This is an optimization exercise on Yosys and OpenROAD, whose aim is small area, a short achievable clock period and few clock cycles per item, not a production implementation.
In this exercise RTL edits were held to simulation tests only and were not proved equivalent to the original.
Power figures rest on the tool's default switching activity, not on a simulated workload.

### design/flow/config.mk
export PLATFORM = sky130hd
export DESIGN_NAME = comb_alu
export DESIGN_NICKNAME = comb_alu
export VERILOG_FILES = /design/flow/design.v
export SDC_FILE = /design/flow/constraint.sdc
export NUM_CORES = 4
export LEC_CHECK = 0
export CAP_MARGIN = 20
export CORE_MARGIN = 2
export CORE_UTILIZATION = 40
export PLACE_DENSITY = 0.55
export SLEW_MARGIN = 20
### design/flow/constraint.sdc
create_clock -name core_clock -period 24.0 [get_ports {clk}]
set_input_delay 4.8000 -clock core_clock [delete_from_list [all_inputs] [get_ports {clk}]]
set_output_delay 4.8000 -clock core_clock [all_outputs]
set_load 0.01 [all_outputs]
### design/flow/design.v
module comb_alu (
    input  wire        clk,
    input  wire        rst,         
    input  wire        in_valid,
    output wire        in_ready,
    input  wire [3:0]  in_op,       
    input  wire [2:0]  in_fmt,      
    input  wire        in_wrap,     
    input  wire        in_last,
    input  wire [31:0] in_data,     
    input  wire [23:0] in_rank,     
    input  wire [31:0] in_index,    
    output reg         out_valid,
    input  wire        out_ready,
    output reg  [31:0] out_data,
    output reg  [23:0] out_rank,
    output reg  [31:0] out_index,
    output reg  [3:0]  out_flags    
);
    localparam OP_SUM = 4'd0, OP_MAX = 4'd1, OP_MIN = 4'd2, OP_AND = 4'd3,
               OP_OR = 4'd4, OP_XOR = 4'd5, OP_COUNT = 4'd6,
               OP_ARGMAX = 4'd7, OP_ARGMIN = 4'd8;
    localparam AW  = 304;           
    localparam NCH = 38;            
    localparam NW  = 10;            
    function [31:0] fmt_mask;
        input [2:0] f;
        case (f)
            3'd0, 3'd3, 3'd4: fmt_mask = 32'h0000_00FF;
            3'd1, 3'd5, 3'd6: fmt_mask = 32'h0000_FFFF;
            default:          fmt_mask = 32'hFFFF_FFFF;
        endcase
    endfunction
    function [31:0] fmt_sign;
        input [2:0] f;
        case (f)
            3'd0, 3'd3, 3'd4: fmt_sign = 32'h0000_0080;
            3'd1, 3'd5, 3'd6: fmt_sign = 32'h0000_8000;
            default:          fmt_sign = 32'h8000_0000;
        endcase
    endfunction
    function [4:0] fmt_mbits;
        input [2:0] f;
        case (f)
            3'd3:    fmt_mbits = 5'd3;
            3'd4:    fmt_mbits = 5'd2;
            3'd5:    fmt_mbits = 5'd10;
            3'd6:    fmt_mbits = 5'd7;
            default: fmt_mbits = 5'd23;
        endcase
    endfunction
    function [31:0] fmt_nan;
        input [2:0] f;
        case (f)
            3'd3:    fmt_nan = 32'h0000_007F;
            3'd4:    fmt_nan = 32'h0000_007E;
            3'd5:    fmt_nan = 32'h0000_7E00;
            3'd6:    fmt_nan = 32'h0000_7FC0;
            default: fmt_nan = 32'h7FC0_0000;
        endcase
    endfunction
    function [31:0] fmt_inf;
        input [2:0] f;
        case (f)
            3'd4:    fmt_inf = 32'h0000_007C;
            3'd5:    fmt_inf = 32'h0000_7C00;
            3'd6:    fmt_inf = 32'h0000_7F80;
            default: fmt_inf = 32'h7F80_0000;
        endcase
    endfunction
    function [31:0] fmt_max;
        input [2:0] f;
        case (f)
            3'd3:    fmt_max = 32'h0000_007E;
            3'd4:    fmt_max = 32'h0000_007B;
            3'd5:    fmt_max = 32'h0000_7BFF;
            3'd6:    fmt_max = 32'h0000_7F7F;
            default: fmt_max = 32'h7F7F_FFFF;
        endcase
    endfunction
    function [1:0] elem_kind;
        input [2:0]  f;
        input [31:0] r;
        begin
            elem_kind = 2'd0;
            case (f)
                3'd3: if (r[6:0] == 7'h7F) elem_kind = 2'd2;
                3'd4: if (r[6:2] == 5'h1F)  elem_kind = (r[1:0]  != 0) ? 2'd2 : 2'd1;
                3'd5: if (r[14:10] == 5'h1F) elem_kind = (r[9:0] != 0) ? 2'd2 : 2'd1;
                3'd6: if (r[14:7] == 8'hFF) elem_kind = (r[6:0]  != 0) ? 2'd2 : 2'd1;
                3'd7: if (r[30:23] == 8'hFF) elem_kind = (r[22:0] != 0) ? 2'd2 : 2'd1;
                default: elem_kind = 2'd0;
            endcase
        end
    endfunction
    function [31:0] order_key;
        input [2:0]  f;
        input [31:0] r;
        begin
            if (f < 3'd3)
                order_key = r ^ fmt_sign(f);
            else if ((r & fmt_sign(f)) != 32'd0)
                order_key = ~r & fmt_mask(f);
            else
                order_key = r | fmt_sign(f);
        end
    endfunction
    reg        in_ready_r;
    reg        nxt_first;           
    reg [1:0]  n_out;               
    reg [1:0]  n_unc;               
    reg        guar;                
    reg        rdy_a, rdy_b;        
    reg        f1_v, f2_v;
    assign in_ready = in_ready_r;
    wire take      = in_valid & in_ready_r;
    wire take_last = take & in_last;
    wire xfer      = out_valid & out_ready;
    wire can_cap   = ~f1_v & ~f2_v & (~out_valid | out_ready);
    wire cap_a     = rdy_a & can_cap;
    wire cap_b     = rdy_b & can_cap & ~rdy_a;
    wire cap       = cap_a | cap_b;
    wire [1:0] n_out_nx = n_out + {1'b0, take_last} - {1'b0, xfer};
    wire [1:0] n_unc_nx = n_unc + {1'b0, take_last} - {1'b0, cap};
    wire       guar_nx  = take_last ? (n_out_nx == 2'd1) : guar;
    reg        i_v, i_last, i_first, i_wrap;
    reg [3:0]  i_op;
    reg [2:0]  i_fmt;
    reg [31:0] i_data;
    reg [23:0] i_rank;
    reg [31:0] i_index;
    always @(posedge clk) begin
        i_data  <= in_data;
        i_rank  <= in_rank;
        i_index <= in_index;
        i_op    <= in_op;
        i_fmt   <= in_fmt;
        i_wrap  <= in_wrap;
        i_last  <= in_last;
        i_first <= nxt_first;
        if (rst) begin
            i_v        <= 1'b0;
            nxt_first  <= 1'b1;
            in_ready_r <= 1'b1;
            n_out      <= 2'd0;
            n_unc      <= 2'd0;
            guar       <= 1'b0;
        end else begin
            i_v <= take;
            if (take) nxt_first <= in_last;
            n_out <= n_out_nx;
            n_unc <= n_unc_nx;
            guar  <= guar_nx;
            in_ready_r <= ~(take_last && in_op == OP_SUM) &&
                          (n_unc_nx == 2'd0 || (n_unc_nx == 2'd1 && guar_nx));
        end
    end
    wire [31:0] i_raw  = i_data & fmt_mask(i_fmt);
    wire        i_sum  = (i_op == OP_SUM);
    wire        i_isfp = (i_fmt >= 3'd3);
    wire [1:0]  i_kind = elem_kind(i_fmt, i_raw);
    wire        i_neg  = (i_raw & fmt_sign(i_fmt)) != 32'd0;
    reg [7:0]  d_e;
    reg [23:0] d_sig;
    reg [63:0] d_win;
    reg        d_fill, d_cin;
    reg [7:0]  d_p;
    reg [31:0] d_int;
    always @(*) begin
        d_e   = 8'd0;
        d_sig = 24'd0;
        case (i_fmt)
            3'd3: begin d_e = {4'd0, i_raw[6:3]};   d_sig = {21'd0, i_raw[2:0]}; end
            3'd4: begin d_e = {3'd0, i_raw[6:2]};   d_sig = {22'd0, i_raw[1:0]}; end
            3'd5: begin d_e = {3'd0, i_raw[14:10]}; d_sig = {14'd0, i_raw[9:0]}; end
            3'd6: begin d_e = i_raw[14:7];          d_sig = {17'd0, i_raw[6:0]}; end
            default: begin d_e = i_raw[30:23];      d_sig = {1'b0, i_raw[22:0]}; end
        endcase
        if (d_e != 8'd0)
            d_sig = d_sig | (24'd1 << fmt_mbits(i_fmt));
        d_p = (d_e == 8'd0) ? 8'd0 : d_e - 8'd1;
        case (i_fmt)
            3'd0:    d_int = {{24{i_raw[7]}},  i_raw[7:0]};
            3'd1:    d_int = {{16{i_raw[15]}}, i_raw[15:0]};
            default: d_int = i_raw;
        endcase
        if (i_isfp) begin
            if (i_kind != 2'd0) begin
                d_win  = 64'd0;
                d_fill = 1'b0;
                d_cin  = 1'b0;
            end else begin
                d_win  = ({40'd0, d_sig} << d_p[4:0]) ^ {64{i_neg}};
                d_fill = i_neg;
                d_cin  = i_neg;
            end
        end else begin
            d_win  = {{32{d_int[31]}}, d_int};
            d_fill = d_int[31];
            d_cin  = 1'b0;
            d_p    = 8'd0;
        end
    end
    wire [2:0] d_q = d_p[7:5];
    reg        w_add, w_clr, w_last, w_res, w_fill, w_cin, w_wrap;
    reg [2:0]  w_fmt;
    reg [31:0] w_e, w_o;            
    reg [NW-1:0] w_win;
    reg        w_nan, w_pinf, w_ninf, w_plus;
    integer    k;
    always @(posedge clk) begin
        w_e    <= d_q[0] ? d_win[63:32] : d_win[31:0];
        w_o    <= d_q[0] ? d_win[31:0]  : d_win[63:32];
        w_fmt  <= i_fmt;
        w_wrap <= i_wrap;
        w_nan  <= (i_kind == 2'd2);
        w_pinf <= (i_kind == 2'd1) && !i_neg;
        w_ninf <= (i_kind == 2'd1) && i_neg;
        w_plus <= (i_raw != fmt_sign(i_fmt));
        w_clr  <= i_first;
        w_last <= i_last;
        w_fill <= i_v && i_sum && d_fill;
        w_cin  <= i_v && i_sum && d_cin;
        for (k = 0; k < NW; k = k + 1)
            w_win[k] <= i_v && i_sum && (k == d_q || k == d_q + 1);
        if (rst) begin
            w_add <= 1'b0;
            w_res <= 1'b0;
        end else begin
            w_add <= i_v && i_sum;
            w_res <= w_add && w_last;
        end
    end
    reg [AW-1:0]  acc;
    reg [NCH-1:0] cy;               
    reg           f_nan, f_pinf, f_ninf, f_plus;
    reg [2:0]     a_fmt;
    reg           a_wrap;
    wire clr = w_add & w_clr;
    reg [AW-1:0] x;
    always @(*) begin
        for (k = 0; k < AW; k = k + 1)
            x[k] = w_win[k/32] ? (((k/32) % 2 == 0) ? w_e[k%32] : w_o[k%32])
                               : w_fill;
    end
    reg [NCH-1:0] ch_g, ch_p, la_g, la_p, la_g2, la_p2;
    reg [NCH:0]   ch_c;
    integer lv, j, src;
    always @(*) begin
        for (j = 0; j < NCH; j = j + 1) begin
            ch_g[j] = (&acc[8*j +: 8]) & ((j == 0) ? 1'b0 : cy[(j == 0) ? 0 : j-1]);
            ch_p[j] = (&acc[8*j+1 +: 7]) & (acc[8*j] | ((j == 0) ? 1'b0 : cy[(j == 0) ? 0 : j-1]));
        end
        la_g = ch_g;
        la_p = ch_p;
        for (lv = 0; lv < 6; lv = lv + 1) begin
            la_g2 = la_g;
            la_p2 = la_p;
            for (j = 0; j < NCH; j = j + 1) begin
                if ((j >> lv) & 1) begin
                    src = ((j >> lv) << lv) - 1;
                    la_g2[j] = la_g[j] | (la_p[j] & la_g[src]);
                    la_p2[j] = la_p[j] & la_p[src];
                end
            end
            la_g = la_g2;
            la_p = la_p2;
        end
        ch_c[0] = 1'b0;
        for (j = 0; j < NCH; j = j + 1)
            ch_c[j+1] = la_g[j];
    end
    reg [AW-1:0]  acc_nx;
    reg [NCH-1:0] cy_nx;
    reg [8:0]     csum;
    reg [7:0]     ca, cb;
    reg           cc;
    always @(*) begin
        for (j = 0; j < NCH; j = j + 1) begin
            ca = acc[8*j +: 8] & {8{~clr}};
            cb = x[8*j +: 8];
            if (j == 0)
                cc = w_cin;
            else if (w_res) begin
                cb[0] = cy[(j == 0) ? 0 : j-1];
                cc    = ch_c[j];
            end else
                cc = cy[(j == 0) ? 0 : j-1] & ~clr;
            csum = {1'b0, ca} + {1'b0, cb} + {8'd0, cc};
            acc_nx[8*j +: 8] = csum[7:0];
            cy_nx[j] = csum[8] & ~w_res;
        end
    end
    always @(posedge clk) begin
        acc <= acc_nx;
        cy  <= cy_nx;
        if (w_add) begin
            f_nan  <= (clr ? 1'b0 : f_nan)  | w_nan;
            f_pinf <= (clr ? 1'b0 : f_pinf) | w_pinf;
            f_ninf <= (clr ? 1'b0 : f_ninf) | w_ninf;
            f_plus <= (clr ? 1'b0 : f_plus) | w_plus;
            a_fmt  <= w_fmt;
            a_wrap <= w_wrap;
        end
    end
    reg [31:0] best_raw;
    reg        best_nan, sel_nan;
    reg [23:0] best_rank;
    reg [31:0] best_index;
    reg [3:0]  b_op;
    reg [2:0]  b_fmt;
    wire        i_isnan   = (i_kind == 2'd2);
    wire [31:0] in_key    = order_key(i_fmt, i_raw);
    wire [31:0] best_key  = order_key(i_fmt, best_raw);
    wire        key_gt    = in_key > best_key;
    wire        key_lt    = in_key < best_key;
    wire        key_eq    = in_key == best_key;
    wire        rank_lt   = i_rank < best_rank;
    wire        arg_better = (i_op == OP_ARGMIN) ? key_lt : key_gt;
    wire        arg_wins  =
        (i_isnan && !best_nan) ||
        (i_isnan && best_nan && rank_lt) ||
        (!i_isnan && !best_nan && (arg_better || (key_eq && rank_lt)));
    always @(posedge clk) begin
        if (i_v && !i_sum) begin
            b_op  <= i_op;
            b_fmt <= i_fmt;
            case (i_op)
            OP_MAX, OP_MIN: begin
                sel_nan <= (i_first ? 1'b0 : sel_nan) | i_isnan;
                if (i_first || ((i_op == OP_MAX) ? key_gt : key_lt))
                    best_raw <= i_raw;
            end
            OP_AND: best_raw <= i_first ? i_raw : (best_raw & i_raw);
            OP_OR:  best_raw <= i_first ? i_raw : (best_raw | i_raw);
            OP_XOR: best_raw <= i_first ? i_raw : (best_raw ^ i_raw);
            OP_COUNT:
                best_raw <= (i_first ? 32'd0 : best_raw) + {31'd0, (i_raw != 32'd0)};
            OP_ARGMAX, OP_ARGMIN: begin
                if (i_first || arg_wins) begin
                    best_raw   <= i_raw;
                    best_nan   <= i_isnan;
                    best_rank  <= i_rank;
                    best_index <= i_index;
                end
            end
            default: ;
            endcase
        end
    end
    always @(posedge clk) begin
        if (rst) begin
            rdy_a <= 1'b0;
            rdy_b <= 1'b0;
            f1_v  <= 1'b0;
            f2_v  <= 1'b0;
            out_valid <= 1'b0;
        end else begin
            rdy_a <= (rdy_a & ~cap_a) | w_res;
            rdy_b <= (rdy_b & ~cap_b) | (i_v & i_last & ~i_sum);
            f1_v  <= cap;
            f2_v  <= f1_v;
            out_valid <= f2_v | (out_valid & ~out_ready);
        end
    end
    wire          a_s = acc[AW-1];
    reg [32*NW-1:0] wd;
    reg [NW-1:0]  w_any, w_nz, hsel, above;
    reg [31:0]    v_hi, v_lo;
    reg           lnz, a_zero;
    always @(*) begin
        for (k = 0; k < NW; k = k + 1) begin
            if (k == NW - 1)
                wd[32*k +: 32] = {{16{a_s}}, acc[AW-1:288]};
            else
                wd[32*k +: 32] = acc[32*k +: 32];
            w_any[k] = |wd[32*k +: 32];
            w_nz[k]  = a_s ? ~(&wd[32*k +: 32]) : w_any[k];
        end
        for (k = NW - 1; k >= 0; k = k - 1) begin
            if (k == NW - 1) above[k] = 1'b0;
            else             above[k] = above[k+1] | w_nz[k+1];
            hsel[k] = (k == 0) ? ~above[0] : (w_nz[k] & ~above[k]);
        end
        v_hi = 32'd0;
        v_lo = 32'd0;
        lnz  = 1'b0;
        for (k = 0; k < NW; k = k + 1) begin
            v_hi = v_hi | (wd[32*k +: 32] & {32{hsel[k]}});
            if (k < NW - 1)
                v_lo = v_lo | (wd[32*k +: 32] & {32{hsel[k+1]}});
            if (k < NW - 2)
                lnz = lnz | (w_any[k] & above[k+1]);
        end
        a_zero = ~a_s & ~(|w_nz);
    end
    reg [3:0] h_enc;
    always @(*) begin
        h_enc = 4'd0;
        for (k = 0; k < NW; k = k + 1)
            if (hsel[k]) h_enc = k[3:0];
    end
    wire [64:0] u_val = a_s ? ({1'b0, ~{v_hi, v_lo}} + {64'd0, ~lnz})
                            : {1'b0, v_hi, v_lo};
    reg        int_in;
    reg [31:0] int_res;
    reg [3:0]  int_fl;
    always @(*) begin
        case (a_fmt)
            3'd0:    int_in = (wd[31:7]  == {25{a_s}});
            3'd1:    int_in = (wd[31:15] == {17{a_s}});
            default: int_in = (wd[31]    == a_s);
        endcase
        int_in = int_in & ~(|w_nz[NW-1:1]);
        if (int_in || a_wrap) begin
            int_res = acc[31:0] & fmt_mask(a_fmt);
            int_fl  = 4'd0;
        end else begin
            int_res = a_s ? fmt_sign(a_fmt) : (fmt_sign(a_fmt) - 32'd1);
            int_fl  = 4'b0100;
        end
    end
    reg        p_norm;
    reg [31:0] p_data;
    reg [3:0]  p_fl;
    reg [1:0]  bk;
    always @(*) begin
        p_norm = 1'b0;
        p_data = 32'd0;
        p_fl   = 4'd0;
        bk     = elem_kind(b_fmt, best_raw);
        if (rdy_a) begin
            if (a_fmt < 3'd3) begin
                p_data = int_res;
                p_fl   = int_fl;
            end else if (f_nan || (f_pinf && f_ninf)) begin
                p_data = fmt_nan(a_fmt);
                p_fl   = 4'b0001;
            end else if (f_pinf) begin
                p_data = fmt_inf(a_fmt);
                p_fl   = 4'b0010;
            end else if (f_ninf) begin
                p_data = fmt_inf(a_fmt) | fmt_sign(a_fmt);
                p_fl   = 4'b0010;
            end else if (a_zero) begin
                p_data = f_plus ? 32'd0 : fmt_sign(a_fmt);
            end else
                p_norm = 1'b1;
        end else begin
            case (b_op)
            OP_MAX, OP_MIN, OP_ARGMAX, OP_ARGMIN: begin
                if ((b_op == OP_MAX || b_op == OP_MIN) ? sel_nan : best_nan) begin
                    p_data = fmt_nan(b_fmt);
                    p_fl   = 4'b0001;
                end else begin
                    p_data = best_raw;
                    p_fl   = {2'b00, bk == 2'd1, 1'b0};
                end
            end
            default: p_data = best_raw;
            endcase
        end
    end
    reg [64:0] f1_u;
    reg [3:0]  f1_h;
    reg        f1_lnz, f1_s, f1_norm;
    reg [2:0]  f1_fmt;
    reg [3:0]  f1_fl;
    always @(posedge clk) begin
        f1_u    <= p_norm ? u_val : {33'd0, p_data};
        f1_h    <= h_enc;
        f1_lnz  <= lnz;
        f1_s    <= a_s;
        f1_norm <= p_norm;
        f1_fmt  <= rdy_a ? a_fmt : b_fmt;
        f1_fl   <= p_fl;
        if (cap_b) begin
            out_rank  <= best_rank;
            out_index <= best_index;
        end
    end
    reg [5:0]  lz;
    always @(*) begin
        lz = 6'd32;
        for (k = 32; k <= 64; k = k + 1)
            if (f1_u[k]) lz = 64 - k;
    end
    wire [4:0]  f1_mb   = fmt_mbits(f1_fmt);
    wire        f1_h0   = (f1_h == 4'd0);
    wire [5:0]  sub_sh  = 6'd32 - {1'b0, f1_mb};
    wire [5:0]  sh      = (f1_h0 && lz > sub_sh) ? sub_sh : lz;
    wire [64:0] nrm     = f1_u << sh;
    wire [9:0]  pexp    = {1'b0, f1_h, 5'd0} + 10'd32 - {4'd0, lz} - {5'd0, f1_mb};
    wire [8:0]  eprime  = pexp[9] ? 9'd0 : pexp[8:0];
    reg [24:0] f2_n;
    reg        f2_st, f2_s, f2_norm;
    reg [8:0]  f2_e;
    reg [2:0]  f2_fmt;
    reg [3:0]  f2_fl;
    always @(posedge clk) begin
        if (f1_norm) begin
            f2_n <= nrm[64:40];
            f2_e <= eprime;
        end else begin
            f2_n <= f1_u[24:0];
            f2_e <= {2'b00, f1_u[31:25]};
        end
        f2_st   <= (|nrm[39:0]) | f1_lnz;
        f2_s    <= f1_s;
        f2_norm <= f1_norm;
        f2_fmt  <= f1_fmt;
        f2_fl   <= f1_fl;
    end
    reg [23:0] r_mant;
    reg        r_g, r_st;
    reg [33:0] r_raw;
    reg        r_ovf;
    reg [31:0] r_data;
    reg [3:0]  r_fl;
    always @(*) begin
        case (f2_fmt)
            3'd3: begin r_mant = {20'd0, f2_n[24:21]}; r_g = f2_n[20]; r_st = |f2_n[19:0]; end
            3'd4: begin r_mant = {21'd0, f2_n[24:22]}; r_g = f2_n[21]; r_st = |f2_n[20:0]; end
            3'd5: begin r_mant = {13'd0, f2_n[24:14]}; r_g = f2_n[13]; r_st = |f2_n[12:0]; end
            3'd6: begin r_mant = {16'd0, f2_n[24:17]}; r_g = f2_n[16]; r_st = |f2_n[15:0]; end
            default: begin r_mant = f2_n[24:1];        r_g = f2_n[0];  r_st = 1'b0; end
        endcase
        r_st  = r_st | f2_st;
        r_raw = ({25'd0, f2_e} << fmt_mbits(f2_fmt)) + {10'd0, r_mant}
              + {33'd0, r_g & (r_st | r_mant[0])};
        r_ovf = r_raw > {2'b00, fmt_max(f2_fmt)};
        if (!f2_norm) begin
            r_data = {f2_e[6:0], f2_n};
            r_fl   = f2_fl;
        end else begin
            if (r_ovf) begin
                if (f2_fmt == 3'd3) begin
                    r_data = fmt_max(f2_fmt);
                    r_fl   = 4'b1000;
                end else begin
                    r_data = fmt_inf(f2_fmt);
                    r_fl   = 4'b1010;
                end
            end else begin
                r_data = r_raw[31:0];
                r_fl   = 4'b0000;
            end
            if (f2_s)
                r_data = r_data | fmt_sign(f2_fmt);
        end
    end
    always @(posedge clk) begin
        if (f2_v) begin
            out_data  <= r_data;
            out_flags <= r_fl;
        end
    end
endmodule
### design/flow/run.sh
#!/bin/bash
# synth_recipe.tcl (not shown) runs the flow's synth.tcl, then flattens the netlist and writes it again
# the make line also repeats each setting of config.mk as NAME=value (left out here)
make -C /OpenROAD-flow-scripts/flow DESIGN_CONFIG=/design/flow/config.mk WORK_HOME=/design/flow/orfs CLKGATE_MAP_FILE= SYNTH_SCRIPT=/design/flow/synth_recipe.tcl finish
==> impl_metrics.env <==
export IMPL_synth_yosys_warnings=1
export IMPL_finalCritPeriodShare_pct=33.7
export IMPL_vdd_drop_max_mv=0.0787
export IMPL_synth_most_common_cell="nand2_1"
export IMPL_fin_area_um2=73400
export IMPL_first_iter_violations=8796
export IMPL_routedWlPerCell_um=29.3
export IMPL_drt_pass1_iterations=8
export IMPL_synth_common_cells="nand2_1, nor2_1, a21oi_1, dfxtp_1, ha_1"
export IMPL_yosysTopAreaCell="dfxtp_1"
export IMPL_slew_limit_headroom_pct=13.8
export IMPL_numCtsBuffers=106
export IMPL_clkPwrFrac_pct=27.7
export IMPL_crit_arrival_ps=8580
export IMPL_pwr_share_comb_pct=31.9
export IMPL_rrSetupSlack_ps=15920
export IMPL_intPower_mw=3.60
export IMPL_grt_util_all_layers_pct=35.4
export IMPL_syn_area_per_cell_um2=7.97
export IMPL_worstMarginPinSlew_ps=1290
export IMPL_gp_congestion=1.02
export IMPL_ys_ff_latch=858
export IMPL_cts_setup_buffers=0
export IMPL_min_from="f1_s"
export IMPL_remaining_drc_errors=0
export IMPL_routed_wirelength_mm=307
export IMPL_slew_viol_final=0
export IMPL_cts_resized_gates=0
export IMPL_hold_worst_slack_ps=327
export IMPL_floorplan_rows=148
export IMPL_power_density_nw_per_um2=86.8
export IMPL_cts_max_path_buffers=3
export IMPL_antenna_found_initial=20
export IMPL_synth_flop_cell="dfxtp_1"
export IMPL_clockRootBuffer="clkbuf_16"
export IMPL_ys_types=109
export IMPL_dieArea_um2=167000
export IMPL_fin_setup_tns_ps=0
export IMPL_clk_latency_ps=800
export IMPL_skew_ps=44.6
export IMPL_area_growth_synth_to_final_pct=11.8
export IMPL_start_kind="flop"
export IMPL_dieWidth_um=409
export IMPL_place_hpwl_mm=236
export IMPL_cts_tree="yes"
export IMPL_nNetsFinal=8821
export IMPL_synth_cells=8226
export IMPL_power_switching_mw=2.77
export IMPL_period_minus_slack_ps=8080
export IMPL_placed_area_um2=69500
export IMPL_vias=65659
export IMPL_crit_fanout=20
export IMPL_core_area_um2=163000
export IMPL_htreeDepth=3
export IMPL_cp_end_kind="flop"
export IMPL_setup_viol=0
export IMPL_finalHoldViolCount=0
export IMPL_start_util_pct=40.3
export IMPL_maxClockFrequency_mhz=124
export IMPL_critPathLaunch="f2_fmt[0]"
export IMPL_drive_gt1_share_pct=6.20
export IMPL_path_clk_slew_ps=70
export IMPL_via_per_inst=6.28
export IMPL_grt_setup_unrepaired="false"
export IMPL_leakage_nw=31.3
export IMPL_hold_buffers=0
export IMPL_multiInputGateArea_um2=42900
export IMPL_hold_path_class="flop to flop"
export IMPL_r2r_start="f2_fmt[0]"
export IMPL_ant_nets=0
export IMPL_register_area_um2=19200
export IMPL_syn_cell_area_um2=65600
export IMPL_grt_overflow=0
export IMPL_cp_required_ps=24500
export IMPL_synthDominantCellAreaShare_pct=20.2
export IMPL_synth_async_reset_ratio_pct=0
export IMPL_io_pins=195
export IMPL_ys_seq_area_share_pct=29.2
export IMPL_seq_power_share_pct=40.3
export IMPL_p_sw_share_pct=43.5
export IMPL_fp_dieH_um=409
export IMPL_fillCellCount=16193
export IMPL_outcome="complete, no violations"
export IMPL_clock_sinks=858
export IMPL_synth_edf_count=197
export IMPL_grt_pass1_vias=60847
export IMPL_grt_pass1_wl_mm=439
export IMPL_numPortBuffers=194
export IMPL_maxCapViolCount=0
export IMPL_ys_top_cells_by_area="dfxtp_1, ha_1, edfxtp_1"
export IMPL_grt_max_degree=87
export IMPL_worstSetupPathType="flop to flop"
## path summary, 6_finish.rpt
path | end | depth (start not counted)
worst min register to register | f2_s | 0
worst max register to register | out_data[30] | 25
worst max-delay path | out_data[30] | 25
worst min-delay path | f2_s | 0
## kinds of logic (layout without fill, tap and decap cells)
logic type / after synthesis / after routing / synth area share, %
xor gates and xnor gates: 423 / 423 / 5.65
buffers and inverters: 964 / 996 / 5.86
AOI/OAI and AO/OA: 2129 / 2129 / 21.7
adders and majority gates: 566 / 566 / 11.6
other: 1 / 22 / 0.00572
DFF: 858 / 858 / 29.2
muxes: 236 / 236 / 3.89
and+or+nand+nor: 3049 / 3049 / 22.1
## cell type report
type,instances,share of cell area [%]
antenna,17,0.0580
inverter,464,2.37
tap,2175,3.71
clock inverter,62,1.14
timing repair buffer,330,4.04
clock buffer,140,4.11
sequential,858,26.1
multi-input combinational,6408,58.5
## power groups by stage
stage	Sequential [mW]	Clock (mW)	Combinational (mW)
detailed placement	2.54	0	1.98
CTS	2.51	1.80	1.99
global route	2.55	1.85	2.21
global placement	2.55	0	1.94
floorplan	2.05	0	1.45
finish	2.57	1.77	2.03
## layout by cell type, fill, tap and decap left out, drive strengths merged, types with 57 or more instances in the layout
cell / netlist / layout
buf: 145 / 136
fa: 78 / 78
a211oi: 63 / 63
mux2i: 177 / 177
dfxtp: 661 / 661
clkdlybuf4s50: 0 / 194
a22oi: 71 / 71
a221oi: 79 / 79
and2: 290 / 290
a21oi: 696 / 696
nor2: 727 / 727
and3: 57 / 57
edfxtp: 197 / 197
xnor2: 336 / 336
o21bai: 115 / 115
nand4: 125 / 125
a31oi: 72 / 72
nor3: 149 / 149
ha: 474 / 474
nor4: 148 / 148
nand2b: 83 / 83
o211ai: 69 / 69
nand2: 1082 / 1082
xor2: 87 / 87
nand3: 215 / 215
clkbuf: 355 / 140
inv: 458 / 465
o21ai: 324 / 324
a21o: 106 / 106
## registers in the layout, summed over array words and instances (netlist names), 9 cells and up
signal      count
acc           304
best_index     32
best_rank      24
best_raw       32
cy             37
f1_u           65
f2_e            9
f2_n           25
i_data         32
i_index        32
i_rank         24
out_data       32
out_index      32
out_rank       24
w_e            32
w_o            32
w_win          10
## worst max-delay path: stages, from the launching register on
cell and delay, ps:
dfxtp_1 820, and3b_1 650, a22oi_1 190, a31o_2 320
nor2_1 170, ha_1 210, a21o_1 130, a21oi_1 110
o21ai_0 330, nand2b_1 120, a21o_1 220, a211oi_1 600
a21o_1 210, a21oi_1 70, xnor2_1 160, ha_1 310
and3_1 160, nand3_1 120, nor4_1 370, nand4_1 200
or4_1 520, a21oi_1 430, nor2_1 220, nor2_2 750
mux2i_1 280, a21oi_1 90
## per-layer routing
layer  wire (µm)  global-route usage [%]  up-vias  share of wire, %
li1            -                       -    29410                 -
met1      132000                    49.3    31932                43
met2      130000                    52.5     3641                42
met3       29600                    7.24      668               9.6
met4       15300                    15.5        8               5.0
met5          58                       0        -             0.019
## metrics by stage
step | utilization, % | setup WS [ps] | std cells | power [mW]
finish | 45.1 | 15920 | 10454 | 6.37
CTS | 45.0 | 16180 | 10437 | 6.30
global route | 45.0 | 15510 | 10440 | 6.61
global placement | 42.7 | 16240 | 10235 | 4.49
detailed placement | 42.7 | 16220 | 10235 | 4.52
floorplan | - | 14180 | 8230 | 3.49
Testbench counts, summed over its fixed seeds: cycles 42,965, items 42,001.

[separate check: timing with driven ports]
Ports are ideal in the flow. The routed layout listed here was re-timed in OpenROAD. Step 1 (the two cells are an assumption about what drives the block):
set clk [get_ports {clk}]
set_driving_cell -lib_cell sky130_fd_sc_hd__clkbuf_16 $clk
set_driving_cell -lib_cell sky130_fd_sc_hd__buf_2 [delete_from_list [all_inputs] $clk]
Step 2 also shifts input and output timing later by t, the mid clock arrival at the registers, as if the neighbouring blocks saw the same clock. a / b / c = ideal ports / drivers / drivers and shift; a / b = the first two.
t, ns: 0.863
setup WS [ns]: 15.920 / 15.920 / 15.920
slew at the worst register clock pin (ns): 0.07 / 0.07
worst slew at a driven data input, ns: 0.08
After both steps setup and hold are still met in this run. The setup slack of this run moves by 0.000 ns with the drivers and by 0.000 ns with both steps.
